From an optimization exercise on the open Yosys and OpenROAD flow, aimed at small area, a short achievable clock period and few clock cycles; shortcuts taken in it are not production practice.
Where RTL was checked, it was by simulation tests only, not by an equivalence proof against the original.
The RTL of runs 1 and 2 was laid out without a check of its function.
No activity file was given, so power comes from the tool's default toggle rates.

===== flow/run.sh =====
#!/bin/bash
# synth_recipe.tcl (not shown) runs the flow's synth.tcl, then flattens the netlist and writes it again
# the make line also repeats each setting of config.mk as NAME=value (left out here)
make -C /OpenROAD-flow-scripts/flow DESIGN_CONFIG=/design/flow/config.mk WORK_HOME=/design/flow/orfs CLKGATE_MAP_FILE= SYNTH_SCRIPT=/design/flow/synth_recipe.tcl finish

===== flow/config.mk =====
export PLATFORM = sky130hd
export DESIGN_NAME = sched_queue
export DESIGN_NICKNAME = sched_queue
export VERILOG_FILES = /design/flow/design.v
export SDC_FILE = /design/flow/constraint.sdc
export NUM_CORES = 4
export LEC_CHECK = 0
export CAP_MARGIN = 20
export CORE_MARGIN = 2
export CORE_UTILIZATION = 40
export SLEW_MARGIN = 20

===== flow/constraint.sdc =====
create_clock -name core_clock -period 52.0 [get_ports {clk}]
set_input_delay 10.4000 -clock core_clock [delete_from_list [all_inputs] [get_ports {clk}]]
set_output_delay 10.4000 -clock core_clock [all_outputs]
set_load 0.01 [all_outputs]

===== flow/design.v =====
module sched_queue (
    input  wire        clk,
    input  wire        rst,
    input  wire        tick,
    input  wire        step_valid,
    input  wire [63:0] step_ht,
    input  wire        cmd_valid,
    input  wire [63:0] cmd_at,
    input  wire [3:0]  cmd_class,
    input  wire        cmd_strict,
    input  wire [19:0] cmd_lead,
    input  wire [7:0]  cmd_tag,
    output wire        ready,
    output wire [63:0] ht_now,
    output reg         rsp_valid,
    output reg  [2:0]  rsp_status,
    output reg  [7:0]  rsp_tag,
    output reg         rsp_high,
    output wire        ex_valid,
    output wire [7:0]  ex_tag,
    output wire        ex_late
);
    localparam N  = 8;
    localparam EW = 63;                  
    localparam [2:0] ST_QUEUED    = 3'd0;
    localparam [2:0] ST_BUSY      = 3'd1;
    localparam [2:0] ST_BAD_PARAM = 3'd2;
    localparam [2:0] ST_LATE      = 3'd3;
    localparam [2:0] ST_NOW       = 3'd4;
    reg [EW-1:0] ht;
    reg          armed;
    reg [N-1:0]  v;                      
    reg [N-1:0]  f;                      
    reg [EW-1:0] e_tick  [0:N-1];
    reg [3:0]    e_class [0:N-1];
    reg          e_late  [0:N-1];
    reg [7:0]    e_tag   [0:N-1];
    reg [N-1:0]  p [0:N-1];
    reg [N-1:0]  q [0:N-1];
    reg [EW-1:0] k_at;                   
    reg [EW-1:0] k_ea;                   
    reg [3:0]    k_c;                    
    reg [7:0]    k_tag;
    reg          k_late;                 
    reg          k_due;                  
    reg          k_lt;                   
    reg          k_unk;                  
    reg          k_first;                
    reg [N-1:0]  oh;
    reg          oh_due;                 
    reg          oh_lt;                  
    reg [7:0]    oh_tag;
    reg          oh_late;
    reg          oh_same;                
    reg          oh_more;                
    integer a, b;
    function automatic [1:0] cmp_lt_eq(input [63:0] xn, input [63:0] y);
        reg [63:0] l, e;
        integer k, w;
        begin
            for (k = 0; k < 64; k = k + 1) begin
                l[k] = xn[k] & y[k];
                e[k] = xn[k] ^ y[k];
            end
            for (w = 1; w < 64; w = w * 2)
                for (k = 0; k < 64; k = k + 2 * w) begin
                    l[k] = l[k+w] | (e[k+w] & l[k]);
                    e[k] = e[k+w] & e[k];
                end
            cmp_lt_eq = {l[0], e[0]};
        end
    endfunction
    wire exec_f   = !k_unk && k_due && (!oh_due || k_first);
    wire exec_o   = !k_unk && oh_due && !exec_f;
    wire second   = (k_due && oh_due) || (oh_due && (oh_same || (oh_lt && oh_more)));
    assign ex_valid = exec_f || exec_o;
    assign ex_tag   = exec_f ? k_tag : oh_tag;
    assign ex_late  = exec_f ? (k_late || k_lt) : (oh_late || oh_lt);
    assign ready    = !k_unk && !second;
    assign ht_now   = {1'b0, ht};
    wire [EW-1:0] k_e  = k_late ? k_ea : k_at;    
    wire [63:0]   k_en = ~{1'b0, k_e};
    reg [N-1:0] nf;                      
    reg [N-1:0] ns;                      
    reg [1:0]   c;
    always @(*) begin
        for (a = 0; a < N; a = a + 1) begin
            c     = cmp_lt_eq(k_en, {1'b0, e_tick[a]});
            ns[a] = c[0];
            nf[a] = c[1] || (c[0] && (k_c < e_class[a]));
        end
    end
    wire [63:0] lead64   = {44'd0, cmd_lead};
    wire [63:0] ht64     = {1'b0, ht};
    wire [63:0] nat      = ~cmd_at;
    wire [63:0] csa_s    = ht64 ^ lead64 ^ nat;
    wire [63:0] csa_c    = (ht64 & lead64) | (ht64 & nat) | (lead64 & nat);
    wire [64:0] late_sum = {1'b0, csa_s} + {csa_c, 1'b0};
    wire        is_late  = late_sum[64];
    wire [EW-1:0] earliest = ht + {{(EW-20){1'b0}}, cmd_lead};
    wire [63:0] limit    = {1'b0, ht} + 64'h400_0000_0000;
    wire [1:0]  far_c    = cmp_lt_eq(~limit, cmd_at);
    wire        too_far  = far_c[1];
    wire        bad_cls  = (cmd_class == 4'd0) || (cmd_class > 4'd10);
    wire        at_zero  = (cmd_at == 64'd0);
    wire [N-1:0] pop    = (f & {N{exec_f}}) | (oh & {N{exec_o}});
    wire [N-1:0] v_left = v & ~pop;
    wire         full   = &v_left;
    reg [2:0] status;
    always @(*) begin
        if (at_zero)                     status = ST_NOW;
        else if (bad_cls || too_far)     status = ST_BAD_PARAM;
        else if (is_late && cmd_strict)  status = ST_LATE;
        else if (full)                   status = ST_BUSY;
        else                             status = ST_QUEUED;
    end
    wire take_op = ready;
    wire insert  = take_op && cmd_valid && (status == ST_QUEUED);
    wire [EW-1:0] ht_inc  = ht + 1'b1;
    wire [EW-1:0] ht_next = !take_op   ? ht :
                            step_valid ? step_ht[EW-1:0] :
                            tick       ? ht_inc : ht;
    wire       at_eqe  = !csa_c[63] && (&(csa_s ^ {csa_c[62:0], 1'b0}));
    wire       at_lee  = is_late || at_eqe;                 
    wire       at_eq1  = (cmd_at == {1'b0, ht_inc});       
    wire       lead0   = (cmd_lead == 20'd0);
    wire       lead1   = (cmd_lead == 20'd1);
    wire       new_le  = tick ? ((lead0 && (at_lee || at_eq1)) || (lead1 && at_lee))
                              : (lead0 && at_lee);
    wire       new_lt  = tick && lead0 && at_lee;
    reg [3:0] occ;
    always @(*) begin
        occ = 4'd0;
        for (a = 0; a < N; a = a + 1)
            occ = occ + {3'd0, v_left[a]};
    end
    wire armed_now = armed || (occ < 4'd6);
    wire high      = insert && armed_now && (occ == 4'd6);
    reg [N-1:0] slot;
    reg         found;
    always @(*) begin
        slot  = {N{1'b0}};
        found = 1'b0;
        for (a = 0; a < N; a = a + 1)
            if (!v_left[a] && !found) begin
                slot[a] = 1'b1;
                found   = 1'b1;
            end
    end
    reg [N-1:0]  oh_next;
    reg [EW-1:0] oh_e_next;
    reg [7:0]    oh_tag_next;
    reg          oh_late_next;
    reg [3:0]    oh_cls_next;
    reg          same_next;
    reg          prec;
    reg          eqr;
    always @(*) begin
        for (a = 0; a < N; a = a + 1) begin
            oh_next[a] = v_left[a];
            for (b = 0; b < N; b = b + 1) begin
                if (b != a) begin
                    if (f[a])      prec = !nf[b];
                    else if (f[b]) prec = nf[a];
                    else           prec = (b < a) ? p[b][a] : !p[a][b];
                    if (v_left[b] && prec) oh_next[a] = 1'b0;
                end
            end
        end
        oh_e_next    = {EW{1'b0}};
        oh_tag_next  = 8'd0;
        oh_late_next = 1'b0;
        oh_cls_next  = 4'd0;
        for (a = 0; a < N; a = a + 1) begin
            oh_e_next    = oh_e_next    | ({EW{oh_next[a] && !f[a]}} & e_tick[a]);
            oh_tag_next  = oh_tag_next  | ({8{oh_next[a]}}  & e_tag[a]);
            oh_late_next = oh_late_next | (oh_next[a] & e_late[a]);
            oh_cls_next  = oh_cls_next  | ({4{oh_next[a]}}  & e_class[a]);
        end
        oh_e_next = oh_e_next | ({EW{|(oh_next & f)}} & k_e);
        same_next = 1'b0;
        for (a = 0; a < N; a = a + 1)
            for (b = a + 1; b < N; b = b + 1) begin
                if (f[a])      eqr = ns[b];
                else if (f[b]) eqr = ns[a];
                else           eqr = q[a][b];
                if (eqr && v_left[a] && v_left[b] && (oh_next[a] || oh_next[b]))
                    same_next = 1'b1;
            end
    end
    wire [1:0] oh_c = cmp_lt_eq(~{1'b0, oh_e_next}, {1'b0, ht_next});
    always @(posedge clk) begin
        if (rst) begin
            ht        <= {EW{1'b0}};
            v         <= {N{1'b0}};
            f         <= {N{1'b0}};
            armed     <= 1'b1;
            rsp_valid <= 1'b0;
            k_due     <= 1'b0;
            k_unk     <= 1'b0;
            oh_due    <= 1'b0;
            oh_same   <= 1'b0;
            oh_more   <= 1'b0;
        end else begin
            ht        <= ht_next;
            armed     <= armed_now && !high;
            rsp_valid <= take_op && cmd_valid;
            v         <= v_left | (slot & {N{insert}});
            f         <= slot & {N{insert}};
            k_due     <= insert && !step_valid && new_le;
            k_unk     <= insert && step_valid;
            oh_due    <= (|v_left) && (oh_c[1] || oh_c[0]);
            oh_same   <= same_next;
            oh_more   <= |(v_left & ~oh_next);
        end
    end
    always @(posedge clk) begin
        rsp_status <= status;
        rsp_tag    <= cmd_tag;
        rsp_high   <= high;
        k_at       <= cmd_at[EW-1:0];
        k_ea       <= earliest;
        k_c        <= cmd_class;
        k_tag      <= cmd_tag;
        k_late     <= is_late;
        k_lt       <= new_lt;
        k_first    <= new_lt || (cmd_class < oh_cls_next);
        oh         <= oh_next;
        oh_lt      <= oh_c[1];
        oh_tag     <= oh_tag_next;
        oh_late    <= oh_late_next;
    end
    always @(posedge clk) begin
        for (a = 0; a < N; a = a + 1) begin
            if (f[a])
                e_tick[a]  <= k_e;
            if (slot[a]) begin
                e_class[a] <= cmd_class;
                e_late[a]  <= is_late;
                e_tag[a]   <= cmd_tag;
            end
        end
        for (a = 0; a < N; a = a + 1)
            for (b = a + 1; b < N; b = b + 1) begin
                if (f[a]) begin
                    p[a][b] <= nf[b];
                    q[a][b] <= ns[b];
                end else if (f[b]) begin
                    p[a][b] <= !nf[a];
                    q[a][b] <= ns[a];
                end
            end
    end
endmodule

==> summary.txt, run 1 <==
Status
  • Status: complete, no violations

Drt
  • Met1 Routed Length: 86800 um
  • TritonRoute pass-1 iters: 9
  • DR WL/cell: ~28 um
  • Routed wire length: 212000 um
  • Met3 wire length: between 15000 and 20000 um
  • DRT iter0 DRCs: 5837
  • ANT nets after route: 0
  • DR DRC count: 0
  • DR vias: 46200
  • Met2 wire len: roughly 96000 um
  • Top routing layer used: met5
  • Via/cell ratio: around 6.2

Logic synthesis
  • Yosys reg bits: 913
  • Ys async rst share: 0%
  • Post-synth EDFFs: 636
  • Share of the synthesized area in the top cell type: about 34%
  • Area contributors post-synth: edfxtp_1, ha_1, dfxtp_1
  • Cell with the most instances after synthesis: ha_1
  • Compound-cell area share of the yosys netlist: approximately 17%
  • Most instantiated cells after synthesis: ha_1, edfxtp_1, a21oi_1
  • Syn nets: ~6300
  • Leading area contributor after synthesis: edfxtp_1
  • Register area share after synthesis: a little over two fifths
  • Post-Synth Adder-Cell Area: a little under a fifth
  • Warnings, synthesis: 7
  • Synth Area in Simple Gates: 12.4%
  • Post-Synth XOR/XNOR Area: approximately 2.8%
  • Leading register cell type out of synthesis: edfxtp_1
  • Main combinational cell family by area after synthesis: adder cells
  • Synthesized cell area: 56500 um2
  • Mux contribution to synthesized area: between 1.5 and 2%
  • Post-synth cell types: 96
  • Post-Synthesis Cells: ~5300
  • Avg Cell Area, Syn: between 10 and 15 um2

GRT
  • Tot GR Track Use: about 29%
  • Largest net degree at the start of global routing: 73
  • Vias in the first global route: ~45000
  • First-pass GRT wire length: 307000 um
  • Initial antenna violation count: 3
  • GRT Residual Overflow: 0

Hold path
  • Worst min path class: reg -> reg

Die
  • IO Pins: around 250
  • Core area: 140000 um2
  • Site Rows: about 140
  • Chip width: between 300 and 400 um
  • Die Ht: about 380 um
  • Initial cell density of the core: 40.4%
  • Die area: around 140000 um2

Layout
  • Fillers: around 13000
  • Antenna diodes: 0
  • Post-layout nets: 6505
  • Layout cells sized above 1: under 10%
  • Area growth from synthesis to layout: 14.8%

Placed design
  • I/O Buffers: approximately 250
  • Post-DP HPWL: between 150000 and 200000 um
  • GPL Wtd Cong: a little under 1

Clock tree
  • TritonCTS clock tree: built
  • Clk pin slew, worst setup/hold paths: ~0.06 ns
  • Cts hold-fix bufs: 0
  • CTS Sinks: around 900
  • Clk latency of the worst-skew pair: around 0.73 ns
  • Post-CTS sizing: 0
  • CTS Buffer Depth: 3
  • Htree depth: 3
  • Clk root buf: clkbuf_16
  • Post CTS Setup Buffer Count: 0
  • CTS Buf Count: between 100 and 150

Timing
  • Post-route clock period utilization: between 30% and 40%
  • Setup TNS: 0 ns
  • Final setup vio count: 0
  • Hold slack: around 0.45 ns
  • Max Slew Vio Count: 0
  • Rel. slew slack: between 10% and 20%
  • Worst Skew: about 0.026 ns
  • RSZ-0062 raised after global routing: false
  • Worst-Margin Slew: about 1.2 ns
  • Final min period: 16.47 ns
  • Fmax: a little over 0.06 GHz
  • Final hold vios: 0

Setup path
  • Worst endpoint required time: about 52 ns
  • Crit start category: input port
  • Crit end category: flop
  • Arrival time at the worst endpoint: about 17 ns
  • Flop-to-flop setup slack: 40.29 ns
  • Worst-path fanout max: 15
  • Type of the worst setup path: in -> reg

Run
  • Max Cap Viol: 0

Power and ir drop
  • Worst vdd ir: roughly 0.000023 V
  • Power density cells: around 30 nW/um2
  • Static Leak: ~26 nW
-- cell type report --
| type | count | area, um2 | area share [%] |
|---|---|---|---|
| flip-flops and latches | 913 | 24700 | 38.0 |
| clock buffers | 140 | 2970 | 4.58 |
| well taps | 1876 | 2350 | 3.62 |
| clock inverters | 55 | 716 | 1.10 |
| inverters | 332 | 1250 | 1.92 |
| repair buffers | 331 | 3110 | 4.79 |
| multi-input cells | 3820 | 29800 | 46.0 |
-- final timing paths --
check               from         to  cells past startpoint
max           cmd_at[62]      k_due                     16
min          e_tag[5][7]  oh_tag[7]                      2
max reg2reg       k_late     oh_due                     30
min reg2reg  e_tag[5][7]  oh_tag[7]                      2
-- logic make-up after synthesis --
kind of cell	Yosys count
multiplexers	83
buffers and inverters	556
AND/OR/NAND/NOR	1396
flip-flops	913
adder cells (fa/ha/maj)	838
other	1
XOR/XNOR	183
AO/OA/AOI/OAI	1319
-- routing by layer --
layer	vias up	global-route usage [%]
met5	-	0
met4	6	15.2
met3	512	3.92
met2	2426	45.5
met1	22500	37.5
li1	20700	-
-- sequential cells by signal, summed over array words and instances, names as in the netlist, 3 cells and up --
name and count:
e_class 32, e_late 8, e_tag 64, e_tick 504, f 8, ht 63
k_at 63, k_c 4, k_ea 63, oh 8, oh_tag 8, p 28
q 28, rsp_status 3, rsp_tag 8, v 8
-- power by group --
part | internal [mW] | switching, mW
Sequential | 0.803 | 0.0173
Clock | 0.473 | 0.322
Combinational | 0.125 | 0.210
-- placed cells by master (no fill, tap or decap), types with 149 or more instances in the layout --
cell type and count:
nor2_1 235, a21oi_1 367, a21o_1 149, a222oi_1 155
ha_1 813, nand3_1 221, clkdlybuf4s50_1 249, nand2_1 358
edfxtp_1 636, inv_1 328, o21ai_0 210, dfxtp_1 268
nand4_1 167
-- worst max-delay path: stages --
cell and delay, ns:
clkdlybuf4s50_1 0.74, inv_1 0.09, ha_1 0.31, ha_1 0.30, nand4_1 0.10, or2_2 0.31, nor3_1 0.72, nand3_1 0.46
or4_1 0.66, inv_1 0.15, nand3_1 0.09, o221ai_1 0.53, o21ai_0 0.48, and4_1 0.49, nand2b_1 0.76, a21oi_1 0.36
-- metrics by stage --
step / worst slack (ns) / area (um2) / instances / power [mW] / util, %
6_report: 35.53 / 64900 / 7467 / 1.95 / 46.4
5_1_grt: 35.63 / 64900 / 7467 / 2.02 / 46.4
4_1_cts: 35.78 / 64900 / 7467 / 1.95 / 46.4
3_5_place_dp: 35.01 / 61200 / 7272 / 1.16 / 43.8
3_3_place_gp: 35.04 / 61200 / 7272 / 1.16 / 43.7
2_1_floorplan: 38.20 / 56500 / 5289 / 1.03 / -
==> run 2, diff against run 1 <==
--- a/flow/config.mk
+++ b/flow/config.mk
@@ -7,5 +7,6 @@
 export LEC_CHECK = 0
 export CAP_MARGIN = 20
 export CORE_MARGIN = 2
-export CORE_UTILIZATION = 40
+export CORE_UTILIZATION = 60
+export PLACE_DENSITY = 0.7
 export SLEW_MARGIN = 20
==> summary.txt, run 2 <==
Logic synthesis
  • Leading area contributor after synthesis: edfxtp_1 (unchanged)
  • Leading register cell type out of synthesis: edfxtp_1 (unchanged)
  • Avg Cell Area, Syn: 10.7 um2 (unchanged)
  • Syn nets: 6293 (unchanged)
  • Share of the synthesized area in the top cell type: 33.8% (unchanged)
  • Post-Synthesis Cells: 5289 (unchanged)
  • Yosys reg bits: 913 (unchanged)
  • Post-synth cell types: 96 (unchanged)
  • Ys async rst share: 0% (unchanged)
  • Area contributors post-synth: edfxtp_1, ha_1, dfxtp_1 (unchanged)
  • Cell with the most instances after synthesis: ha_1 (unchanged)
  • Register area share after synthesis: 43.6% (unchanged)
  • Synthesized cell area: 56500 um2 (unchanged)
  • Warnings, synthesis: 7 (unchanged)
  • Most instantiated cells after synthesis: ha_1, edfxtp_1, a21oi_1 (unchanged)
  • Post-synth EDFFs: 636 (unchanged)

Die
  • Core area: 93300 um2 (was 140000 um2)
  • Chip width: 311 um (was 380 um)
  • Initial cell density of the core: 60.6% (was 40.4%)
  • Die area: 96700 um2 (was 144000 um2)
  • Die Ht: 311 um (was 380 um)
  • Site Rows: 112 (was 137)
  • IO Pins: 254 (unchanged)

Clock tree
  • Clk pin slew, worst setup/hold paths: 0.06 ns (about the same)
  • Cts hold-fix bufs: 0 (unchanged)
  • CTS Buf Count: 97 (was 103)
  • CTS Sinks: 913 (unchanged)
  • CTS Buffer Depth: 3 (unchanged)
  • Post CTS Setup Buffer Count: 0 (unchanged)
  • Clk latency of the worst-skew pair: 0.71 ns (was 0.73 ns)
  • Clk root buf: clkbuf_16 (unchanged)
  • Post-CTS sizing: 0 (unchanged)
  • Htree depth: 3 (unchanged)
  • TritonCTS clock tree: built (unchanged)

Timing
  • Final setup vio count: 0 (unchanged)
  • Max Slew Vio Count: 0 (unchanged)
  • Post-route clock period utilization: 31.0% (was 31.7%)
  • Final hold vios: 0 (unchanged)
  • Final min period: 16.14 ns (was 16.47 ns)
  • Worst Skew: 0.0350 ns (was 0.0262 ns)
  • Fmax: 0.0620 GHz (was 0.0607 GHz)
  • Fin worst setup slack: 35.86 ns (was 35.53 ns)
  • Setup TNS: 0 ns (unchanged)
  • Rel. slew slack: 22.4% (was 18.2%)
  • Worst-Margin Slew: 1.16 ns (was 1.22 ns)
  • RSZ-0062 raised after global routing: false (unchanged)

Layout
  • Fillers: 7258 (was 13100)
  • Most frequent cells in the layout: ha_1, edfxtp_1, a21oi_1 (unchanged)
  • Biggest register: e_tick (unchanged)
  • Layout cells sized above 1: 7.63% (was 8.08%)
  • Biggest regs: e_tick x504, e_tag x64 (unchanged)
  • Max reg flops: 504 (unchanged)
  • Area growth from synthesis to layout: 12.7% (was 14.8%)
  • Post-layout nets: 6488 (was 6505)
  • Commonest non-fill, non-tap cell in the layout: ha_1 (unchanged)

GRT
  • GRT Residual Overflow: 0 (unchanged)
  • Vias in the first global route: 45100 (was 45500)
  • Initial antenna violation count: 8 (was 3)
  • Largest net degree at the start of global routing: 68 (was 73)
  • Tot GR Track Use: 40.7% (was 28.5%)
  • First-pass GRT wire length: 294000 um (was 307000 um)

Power and ir drop
  • Worst vdd ir: 0.0000264 V (was 0.0000235 V)
  • Power density cells: 29.7 nW/um2 (was 30.1 nW/um2)
  • Static Leak: 25.4 nW (was 25.6 nW)

Drt
  • DRT iter0 DRCs: 6571 (was 5837)
  • TritonRoute pass-1 iters: 10 (was 9)
  • ANT nets after route: 0 (unchanged)
  • DR WL/cell: 29.4 um (was 28.4 um)
  • DR DRC count: 0 (unchanged)
  • DR vias: 46900 (was 46200)
  • Routed wire length: 201000 um (was 212000 um)
  • Via/cell ratio: 6.87 (was 6.19)

Hold path
  • Worst min path class: reg -> reg (unchanged)

Placed design
  • GPL Wtd Cong: 1.03 (was 0.991)
  • Post-Place Worst Slack: 35.38 ns (was 35.01 ns)
  • I/O Buffers: 251 (unchanged)
  • Post-DP HPWL: 149000 um (was 157000 um)

Setup path
  • Arrival time at the worst endpoint: 16.67 ns (was 16.96 ns)
  • Crit start category: input port (unchanged)
  • Type of the worst setup path: in -> reg (unchanged)
  • Flop-to-flop setup slack: 40.61 ns (was 40.29 ns)
  • Crit end category: flop (unchanged)
  • Worst endpoint required time: 52.53 ns (was 52.49 ns)
  • Worst-path fanout max: 15 (unchanged)

Status
  • Status: complete, no violations (unchanged)

Run
  • Max Cap Viol: 0 (unchanged)
run 2: cell types whose count changed in the layout (fill, tap and decap cells not counted), sizes merged:
cell,previous run,this run
clkinvlp,6,9
buf,82,71
bufinv,14,12
inv,337,331
clkinv,30,45
clkbuf,140,117
diode,0,3
run 2: worst max-delay path, cell delays in order:
cell,delay (ns)
clkdlybuf4s50_1,0.77
inv_1,0.09
ha_1,0.31
ha_1,0.30
nand4_1,0.10
or2_2,0.33
nor3_1,0.69
nand3_1,0.47
or4_1,0.68
inv_1,0.14
nand3_1,0.09
o221ai_1,0.49
o21ai_0,0.33
and4_1,0.48
nand2b_1,0.73
nor2_1,0.24
run 2: final cells by class:
type / count / area, um2 / share of cell area, %
inverter: 332 / 1250 / 1.96
clock buffer: 117 / 2590 / 4.07
multi-input combinational: 3820 / 29800 / 46.8
tap: 1254 / 1570 / 2.46
sequential: 913 / 24700 / 38.7
timing repair buffer: 320 / 3020 / 4.74
clock inverter: 65 / 792 / 1.24
antenna: 3 / 7.51 / 0.0118
run 2: power breakdown:
group	switching, mW	internal (mW)
clock	0.316	0.421
combinational	0.206	0.125
sequential	0.0186	0.803
total	0.541	1.35
run 2: kinds of logic after synthesis:
group / share of synthesized area [%]
XOR/XNOR: 2.84
buffers and inverters: 3.84
multiplexers: 1.63
adder cells (fa/ha/maj): 18.9
flip-flops: 43.6
AO/OA/AOI/OAI: 16.8
other: 0.00663
AND/OR/NAND/NOR: 12.4
run 2: path summary, 6_finish.rpt:
path,startpoint,endpoint,cells past startpoint
worst min-delay path,e_tag[5][1],oh_tag[1],2
worst min register to register,e_tag[5][1],oh_tag[1],2
worst max register to register,k_late,oh_due,32
worst max-delay path,cmd_at[62],k_unk,16
run 2: layer usage:
layer	GRT usage [%]	up-vias	part of all wire, %
met5	0	-	0.014
met4	20.1	4	5.7
li1	-	20700	-
met2	62.1	2963	44
met1	55.5	22700	39
met3	8.04	553	11
run 2: metrics by stage:
stage,instance area (um2),utilization (%),power [mW],cells,hold slack [ns]
after CTS,63700,68.2,1.88,6821,0.454
after global placement,60300,64.6,1.15,6639,0.423
final,63700,68.3,1.89,6824,0.448
after global routing,63700,68.3,1.95,6823,0.470
after floorplan,56500,-,1.03,5289,0.412
after detailed placement,60300,64.6,1.16,6639,0.435
==> run 3, diff against run 2 <==
--- a/flow/design.v
+++ b/flow/design.v
@@ -37,9 +37,8 @@
     reg [7:0]    e_tag   [0:N-1];
     reg [N-1:0]  p [0:N-1];
     reg [N-1:0]  q [0:N-1];
-    reg [EW-1:0] k_at;                   
-    reg [EW-1:0] k_ea;                   
-    reg [3:0]    k_c;                    
+    reg [EW-1:0] k_e;                    
+    reg [3:0]    k_c;
     reg [7:0]    k_tag;
     reg          k_late;                 
     reg          k_due;                  
@@ -78,8 +77,7 @@
     assign ex_late  = exec_f ? (k_late || k_lt) : (oh_late || oh_lt);
     assign ready    = !k_unk && !second;
     assign ht_now   = {1'b0, ht};
-    wire [EW-1:0] k_e  = k_late ? k_ea : k_at;    
-    wire [63:0]   k_en = ~{1'b0, k_e};
+    wire [63:0] k_en = ~{1'b0, k_e};
     reg [N-1:0] nf;                      
     reg [N-1:0] ns;                      
     reg [1:0]   c;
@@ -116,18 +114,19 @@
     end
     wire take_op = ready;
     wire insert  = take_op && cmd_valid && (status == ST_QUEUED);
+    wire [EW-1:0] new_e = is_late ? earliest : cmd_at[EW-1:0];
     wire [EW-1:0] ht_inc  = ht + 1'b1;
     wire [EW-1:0] ht_next = !take_op   ? ht :
                             step_valid ? step_ht[EW-1:0] :
                             tick       ? ht_inc : ht;
-    wire       at_eqe  = !csa_c[63] && (&(csa_s ^ {csa_c[62:0], 1'b0}));
-    wire       at_lee  = is_late || at_eqe;                 
+    wire [1:0] at_c    = cmp_lt_eq(~{1'b0, ht}, cmd_at);   
+    wire       at_le0  = !at_c[1];                         
     wire       at_eq1  = (cmd_at == {1'b0, ht_inc});       
     wire       lead0   = (cmd_lead == 20'd0);
     wire       lead1   = (cmd_lead == 20'd1);
-    wire       new_le  = tick ? ((lead0 && (at_lee || at_eq1)) || (lead1 && at_lee))
-                              : (lead0 && at_lee);
-    wire       new_lt  = tick && lead0 && at_lee;
+    wire       new_le  = tick ? ((lead0 || lead1) && (at_le0 || at_eq1))
+                              : (lead0 && at_le0);
+    wire       new_lt  = tick && lead0 && at_le0;
     reg [3:0] occ;
     always @(*) begin
         occ = 4'd0;
@@ -172,12 +171,11 @@
         oh_late_next = 1'b0;
         oh_cls_next  = 4'd0;
         for (a = 0; a < N; a = a + 1) begin
-            oh_e_next    = oh_e_next    | ({EW{oh_next[a] && !f[a]}} & e_tick[a]);
+            oh_e_next    = oh_e_next    | ({EW{oh_next[a]}} & e_tick[a]);
             oh_tag_next  = oh_tag_next  | ({8{oh_next[a]}}  & e_tag[a]);
             oh_late_next = oh_late_next | (oh_next[a] & e_late[a]);
             oh_cls_next  = oh_cls_next  | ({4{oh_next[a]}}  & e_class[a]);
         end
-        oh_e_next = oh_e_next | ({EW{|(oh_next & f)}} & k_e);
         same_next = 1'b0;
         for (a = 0; a < N; a = a + 1)
             for (b = a + 1; b < N; b = b + 1) begin
@@ -218,8 +216,7 @@
         rsp_status <= status;
         rsp_tag    <= cmd_tag;
         rsp_high   <= high;
-        k_at       <= cmd_at[EW-1:0];
-        k_ea       <= earliest;
+        k_e        <= new_e;
         k_c        <= cmd_class;
         k_tag      <= cmd_tag;
         k_late     <= is_late;
@@ -232,9 +229,8 @@
     end
     always @(posedge clk) begin
         for (a = 0; a < N; a = a + 1) begin
-            if (f[a])
-                e_tick[a]  <= k_e;
             if (slot[a]) begin
+                e_tick[a]  <= new_e;
                 e_class[a] <= cmd_class;
                 e_late[a]  <= is_late;
                 e_tag[a]   <= cmd_tag;
--- a/flow/config.mk
+++ b/flow/config.mk
@@ -7,6 +7,5 @@
 export LEC_CHECK = 0
 export CAP_MARGIN = 20
 export CORE_MARGIN = 2
-export CORE_UTILIZATION = 60
-export PLACE_DENSITY = 0.7
+export CORE_UTILIZATION = 40
 export SLEW_MARGIN = 20
==> summary.txt, run 3 <==
Clock tree
  • CTS Sinks: 850 (was 913)
  • Htree depth: 3 (unchanged)
  • Clk pin slew, worst setup/hold paths: 0.07 ns (was 0.06 ns)
  • Cts hold-fix bufs: 0 (unchanged)
  • TritonCTS clock tree: built (unchanged)
  • Post-CTS sizing: 0 (unchanged)
  • Clk root buf: clkbuf_16 (unchanged)
  • CTS Buf Count: 94 (was 97)
  • Post CTS Setup Buffer Count: 0 (unchanged)
  • Clk latency of the worst-skew pair: 0.72 ns (was 0.71 ns)
  • CTS Buffer Depth: 3 (unchanged)

Layout
  • Biggest regs: e_tick x504, e_tag x64 (unchanged)
  • Area growth from synthesis to layout: 14.7% (was 12.7%)
  • Most frequent cells in the layout: ha_1, edfxtp_1, a21oi_1 (unchanged)
  • Fin cells: 7453 (was 6824)
  • Commonest non-fill, non-tap cell in the layout: ha_1 (unchanged)
  • Biggest register: e_tick (unchanged)
  • Sequential cell area: 23400 um2 (was 24700 um2)
  • Layout cells sized above 1: 5.78% (was 7.63%)
  • Post-layout nets: 6600 (was 6488)
  • Multi-input gate area: 29600 um2 (was 29800 um2)
  • Fillers: 12700 (was 7258)
  • Post-route cell area: 63100 um2 (was 63700 um2)
  • Max reg flops: 504 (unchanged)
  • Core Util, Final: 46.1% (was 68.3%)

Logic synthesis
  • Most instantiated cells after synthesis: ha_1, edfxtp_1, a21oi_1 (unchanged)
  • Leading area contributor after synthesis: edfxtp_1 (unchanged)
  • Area contributors post-synth: edfxtp_1, ha_1, dfxtp_1 (unchanged)
  • Share of the synthesized area in the top cell type: 34.7% (was 33.8%)
  • Register area share after synthesis: 42.5% (was 43.6%)
  • Synthesized cell area: 55000 um2 (was 56500 um2)
  • Yosys reg bits: 850 (was 913)
  • Avg Cell Area, Syn: 10.3 um2 (was 10.7 um2)
  • Syn nets: 6380 (was 6293)
  • Ys async rst share: 0% (unchanged)
  • Leading register cell type out of synthesis: edfxtp_1 (unchanged)
  • Warnings, synthesis: 7 (unchanged)
  • Cell with the most instances after synthesis: ha_1 (unchanged)
  • Post-synth cell types: 93 (was 96)
  • Post-synth EDFFs: 636 (unchanged)
  • Post-Synthesis Cells: 5357 (was 5289)

Setup path
  • Path depth of the worst reg2reg path: 30 (was 32)
  • Arrival time at the worst endpoint: 16.28 ns (was 16.67 ns)
  • Crit start category: input port (unchanged)
  • Worst r2r src: k_e[30] (was k_late)
  • Crit path launch: cmd_at[9] (was cmd_at[62])
  • Flop-to-flop setup slack: 42.20 ns (was 40.61 ns)
  • Slowest CP cell: a21oi_1 (was clkdlybuf4s50_1)
  • Crit end category: flop (unchanged)
  • Worst endpoint required time: 52.32 ns (was 52.53 ns)
  • Critical path's largest stage delay: 0.90 ns (was 0.77 ns)
  • Worst-path fanout max: 70 (was 15)
  • CP endpoint: e_tick[3][34] (was k_unk)
  • Crit-path cells: clkdlybuf4s50_1, fa_1, inv_1, ha_1, nand4_1, nor2_1, nand3_1, o221ai_1, a211o_1, a221o_1, a21o_4, buf_4, buf_4, nor2_1, a21oi_1 (was clkdlybuf4s50_1, inv_1, ha_1, ha_1, nand4_1, or2_2, nor3_1, nand3_1, or4_1, inv_1, nand3_1, o221ai_1, o21ai_0, and4_1, nand2b_1, nor2_1)
  • RR Endpoint: oh_due (unchanged)
  • Type of the worst setup path: in -> reg (unchanged)

Die
  • Initial cell density of the core: 40.2% (was 60.6%)
  • Core area: 137000 um2 (was 93300 um2)
  • Die area: 140000 um2 (was 96700 um2)
  • IO Pins: 254 (unchanged)
  • Die Ht: 375 um (was 311 um)
  • Chip width: 375 um (was 311 um)
  • Site Rows: 136 (was 112)

Power and ir drop
  • Switching share of total power: 28.7% (was 28.6%)
  • Static Leak: 24.8 nW (was 25.4 nW)
  • Register share of total power: 42.2% (was 43.5%)
  • Total Power: 1.85 mW (was 1.89 mW)
  • Combinational Power Share: 18.5% (was 17.5%)
  • Clock power share: 39.3% (was 39.0%)
  • Psw: 0.530 mW (was 0.541 mW)
  • Power density cells: 29.3 nW/um2 (was 29.7 nW/um2)
  • Worst vdd ir: 0.0000247 V (was 0.0000264 V)
  • Internal power: 1.32 mW (was 1.35 mW)

Drt
  • ANT nets after route: 0 (unchanged)
  • DRT iter0 DRCs: 5833 (was 6571)
  • Via/cell ratio: 6.23 (was 6.87)
  • TritonRoute pass-1 iters: 9 (was 10)
  • DR DRC count: 0 (unchanged)
  • Routed wire length: 208000 um (was 201000 um)
  • DR vias: 46400 (was 46900)
  • DR WL/cell: 27.8 um (was 29.4 um)

Timing
  • RSZ-0062 raised after global routing: false (unchanged)
  • Post-route clock period utilization: 30.7% (was 31.0%)
  • Rel. slew slack: 6.86% (was 22.4%)
  • Fmax: 0.0627 GHz (was 0.0620 GHz)
  • Final min period: 15.95 ns (was 16.14 ns)
  • Final setup vio count: 0 (unchanged)
  • Max Slew Vio Count: 0 (unchanged)
  • Worst-Margin Slew: 1.38 ns (was 1.16 ns)
  • Setup TNS: 0 ns (unchanged)
  • Final hold vios: 0 (unchanged)
  • Worst Skew: 0.0378 ns (was 0.0350 ns)

GRT
  • Largest net degree at the start of global routing: 71 (was 68)
  • Initial antenna violation count: 4 (was 8)
  • Vias in the first global route: 44200 (was 45100)
  • GRT Residual Overflow: 0 (unchanged)
  • Tot GR Track Use: 28.6% (was 40.7%)
  • First-pass GRT wire length: 299000 um (was 294000 um)

Placed design
  • I/O Buffers: 251 (unchanged)
  • DP Cell Count: 7273 (was 6639)
  • GPL Wtd Cong: 0.989 (was 1.03)
  • Post-DP HPWL: 153000 um (was 149000 um)
  • Placed Area: 59700 um2 (was 60300 um2)

Status
  • Status: complete, no violations (unchanged)

Run
  • Max Cap Viol: 0 (unchanged)

Hold path
  • Hold depth: 2 (unchanged)
  • Worst min path class: reg -> reg (unchanged)
run 3: cell types whose count changed after synthesis, moves of 20 or more:
cell      previous run  this run
a21oi_1            367       458
nor2b_1            103        37
ha_1               813       833
mux2_2              74        10
and2_1              18        83
inv_1              329       349
a221oi_2            60         1
xnor2_1            136       161
nor3_1              77       104
o21ai_0            210       279
a21o_1             150       112
dfxtp_1            277       214
run 3: cell type report:
type                       instances  area share [%]
inverter                         355            2.12
clock inverter                    54            1.16
multi-input combinational       3933            46.9
sequential                       850            37.1
antenna                            2         0.00793
tap                             1794            3.56
timing repair buffer             343            5.09
clock buffer                     122            4.12
run 3: routing by layer:
metal / GRT usage [%] / wire (um) / vias to the layer above
li1: - / - / 20900
met1: 39.7 / 86900 / 22500
met2: 43.8 / 90300 / 2572
met3: 4.42 / 19700 / 444
met4: 13.4 / 10600 / 2
met5: 0 / 12 / -
run 3: worst max-delay path: cells and delay by family:
family          cells  cell delay (ns)
fa+ha+maj           2             0.99
simple gates        4             0.42
buf+inv             4             2.07
compound gates      5             2.29
run 3: kinds of logic (layout without fill, tap and decap cells):
| group | Yosys count | in the layout | share of synthesized area (%) |
|---|---|---|---|
| buffers and inverters | 574 | 874 | 4.05 |
| muxes | 20 | 20 | 0.387 |
| adders and majority gates | 857 | 857 | 19.8 |
| and+or+nand+nor | 1485 | 1485 | 13.7 |
| AOI/OAI and AO/OA | 1380 | 1380 | 16.5 |
| other | 1 | 3 | 0.00682 |
| xor gates and xnor gates | 190 | 190 | 3.03 |
| DFF | 850 | 850 | 42.5 |
run 3: worst min path at each step:
| stage | startpoint | end |
|---|---|---|
| after floorplan | armed | rsp_high |
| after global placement | q[0][2] | q[0][2] |
| after detailed placement | q[0][2] | q[0][2] |
| after CTS | q[0][2] | q[0][2] |
| after global routing | q[0][2] | q[0][2] |
| final | q[0][2] | q[0][2] |
run 3: power groups by stage:
stage                     clock (mW)  sequential [mW]  combinational [mW]
after floorplan                    0            0.787               0.203
after global placement             0            0.795               0.324
after detailed placement           0            0.795               0.332
after CTS                      0.734            0.781               0.335
after global routing           0.761            0.783               0.375
final                          0.727            0.781               0.342
run 3: through the flow:
step | hold WS [ns] | worst slack (ns)
after floorplan | 0.415 | 38.15
after global placement | 0.432 | 35.58
after detailed placement | 0.444 | 35.55
after CTS | 0.461 | 36.28
after global routing | 0.488 | 36.01
final | 0.465 | 36.05
Testbench counts of run 3, summed over its fixed seeds: cycles 26,019.

==> re-timing with driven ports <==
No port has a modelled driver above. Below, the same layouts with a new extraction and two added sets of constraints.
Step 1 sets driving cells, clkbuf_16 on the clock port and buf_2 on the other inputs (assumed; they add their load-dependent delay and slew).
Step 2 adds t to the input delays and takes it off the output delays; t is the mean of the earliest and latest rising clock arrival at the registers after step 1. Input paths then give back, and output paths get back, about the clock's delay inside the block.
a / b / c = ideal / step 1 / step 2; a / b = the first two.
| run | t (ns) | setup slack, ns | hold WS [ns] | worst setup path after step 2 | slew at the worst register clock pin (ns) |
|---|---|---|---|---|---|
| run 1 | 0.796 | 35.529 / 35.575 / 34.778 | 0.449 / 0.449 / 0.449 | input to register | 0.07 / 0.07 |
| run 2 | 0.772 | 35.861 / 35.914 / 35.142 | 0.448 / 0.448 / 0.448 | input to register | 0.07 / 0.07 |
| run 3 | 0.775 | 36.045 / 36.096 / 35.321 | 0.465 / 0.465 / 0.465 | input to register | 0.07 / 0.07 |
After both steps setup and hold are still met in every run listed. The setup slack of run 1, which loses most, moves by +0.046 ns with the drivers and by -0.751 ns with both steps.
